From an optimization exercise on the open Yosys and OpenROAD flow, aimed at small area, a short achievable clock period and few clock cycles; shortcuts taken in it are not production practice. Only simulation tests tie the RTL to the original design; equivalence was not proved. Power and IR drop assume default switching activity.

Design welt_mac, start of the top module:
module welt_mac (
    input  wire        clk,
    input  wire        rst,         
    input  wire        in_valid,
    output wire        in_ready,
    input  wire [31:0] in_a,
    input  wire [31:0] in_b,
    input  wire        in_last,     
    input  wire        in_feed,     
    input  wire [31:0] in_ceil,     
    output wire        out_valid,
    output wire [31:0] out_f32,
    output wire        out_sat,
    output wire        out_clamped,
    output wire        out_nonfinite
);
    wire accept = in_valid & in_ready;
    reg  [31:0] cslot0, cslot1;     
    reg         wp, rp;
    reg         busy0, busy1;       
    reg         rdy;                
    wire        st_done;            
    wire        st_next;            
    assign in_ready = rdy;
    wire take  = accept & in_last;
    wire busy0_n = (busy0 & ~(st_done & ~rp)) | (take & ~wp);
    wire busy1_n = (busy1 & ~(st_done &  rp)) | (take &  wp);
    always @(posedge clk) begin
        if (rdy & ~wp) cslot0 <= {in_feed, in_ceil[30:0]};
        if (rdy &  wp) cslot1 <= {in_feed, in_ceil[30:0]};
        if (rst) begin
            wp    <= 1'b0;
            rp    <= 1'b0;
            busy0 <= 1'b0;
            busy1 <= 1'b0;
            rdy   <= 1'b1;
        end else begin
            wp    <= wp ^ take;
            rp    <= rp ^ st_done;
            busy0 <= busy0_n;
            busy1 <= busy1_n;
            rdy   <= ~(busy0_n & busy1_n) | st_next;
        end
    end
    reg [31:0] a0, b0;
    reg        v0, l0;
    always @(posedge clk) begin
        a0 <= in_a;
        b0 <= in_b;
        l0 <= in_last;
        v0 <= accept & ~rst;
    end
    wire       sa = a0[31];
    wire       sb = b0[31];
    wire [7:0] ea = a0[30:23];
    wire [7:0] eb = b0[30:23];
    wire       ha = |ea;
    wire       hb = |eb;
    wire       nf0 = (&ea) | (&eb);
  ...
Settings: LEC_CHECK=0, ABC_AREA=1, CAP_MARGIN=10, CORE_MARGIN=2, CORE_UTILIZATION=70, CTS_CLUSTER_DIAMETER=80, CTS_CLUSTER_SIZE=24, PLACE_DENSITY=0.85, SLEW_MARGIN=10; clock period 24.0 ns.
standard.sh (not shown) runs the stock make flow with config.mk's settings and CLKGATE_MAP_FILE= SYNTH_SCRIPT=/design/flow/synth_recipe.tcl, a recipe that flattens the netlist after the stock synthesis.
==> flow/flow/run.sh <==
#!/bin/bash
# Layout flow: the standard flow (standard synthesis, floorplan, place,
# CTS, route) with two changes in how the layout is made, the SDC being
# the design's:
#  - the port buffers are buf_2 cells (the default pick is a delay cell);
#  - repair_timing runs with a setup margin, so it works on the paths that
#    set the achieved period, and only on the worst few percent of them.
# Each step's full output is in this folder (standard.log and the ORFS
# logs under orfs/logs).
set -o pipefail
export BUFFER_PORTS_ARGS="-buffer_cell sky130_fd_sc_hd__buf_2"
export SETUP_SLACK_MARGIN=18.4
export TNS_END_PERCENT=5
bash standard.sh > standard.log 2>&1
The starting point finished clean.
Testbench counts at the start, summed over its fixed seeds: cycles 31,764.
Next try:
Settings changed: CORE_UTILIZATION 70 to 60, PLACE_DENSITY 0.85 to 0.75.
Wire length grows slightly.
Synthesized area stays the same.
Total power hardly moves.
Cell count grows slightly.
Worst hold slack hardly moves.
Final area grows slightly.
Sequential cell count stays the same.
Clock power grows by a little under a tenth.
Next try:
Settings changed: ABC_AREA 1 to not set, CAP_MARGIN 10 to 20, CORE_UTILIZATION 60 to 40, CTS_CLUSTER_DIAMETER 80 to not set, CTS_CLUSTER_SIZE 24 to not set, PLACE_DENSITY 0.75 to 0.6, SLEW_MARGIN 10 to 20.
The changed run produced a clean layout. Power rises by about 27%. Final cell count increases by 2.5%. Core utilization decreases by 20 points.
Next try:
Settings changed: ABC_AREA set to 1, CAP_MARGIN 20 to 10, CORE_UTILIZATION 40 to 50, CTS_CLUSTER_DIAMETER set to 80, CTS_CLUSTER_SIZE set to 24, PLACE_DENSITY 0.6 to 0.65, SLEW_MARGIN 20 to 10.
Outcome: The new run completed without violations. Routed wire length drops by about a fifth. Cell count climbs slightly. Cell area drops by a little under a tenth. Clock skew drops by 31 ps.
Next try:
Settings changed: CAP_MARGIN 10 to 20, CORE_UTILIZATION 50 to 40, CTS_CLUSTER_DIAMETER 80 to not set, CTS_CLUSTER_SIZE 24 to not set, PLACE_DENSITY 0.65 to 0.6, SLEW_MARGIN 10 to 20.
After rerunning: The new run completed with no timing, DRC or antenna violations. Cell area goes up by 1.9%. Via count stays flat. Setup slack degrades by 30 ps. Sequential power stays flat. Clock skew hardly moves. Worst hold slack got worse by 40 ps. Routed wire length went up by 2.2%. Maximum frequency is lower by 0.51%. Combinational power drops by about 1%. Critical path depth is unchanged. Cell count goes up by 5.0%.

-- port drivers added, routing unchanged --
Ports are ideal in the flow. The routed layouts listed here were re-timed in OpenROAD.
Step 1, drivers: a clkbuf_16 drives clk and a buf_2 each remaining input, both assumed.
Step 2 times the ports against the registers' clock, not the clock port: input delays grow and output delays shrink by t, the midpoint of the rising clock arrivals with the driver on.
Slacks: ideal ports / drivers / drivers and shift; pairs: ideal ports / drivers.
run	shift t [ns]	slack for setup (ns)	worst slew at a driven data input, ns
the first run	0.710	18.052 / 17.986 / 18.276	0.09
the second run	0.637	18.130 / 18.066 / 18.316	0.08
the third run	0.711	18.080 / 18.007 / 18.245	0.05
the fourth run	0.668	18.104 / 18.031 / 18.428	0.11
the fifth run	0.701	18.074 / 18.008 / 18.398	0.08
After both steps setup and hold are still met in every run listed.
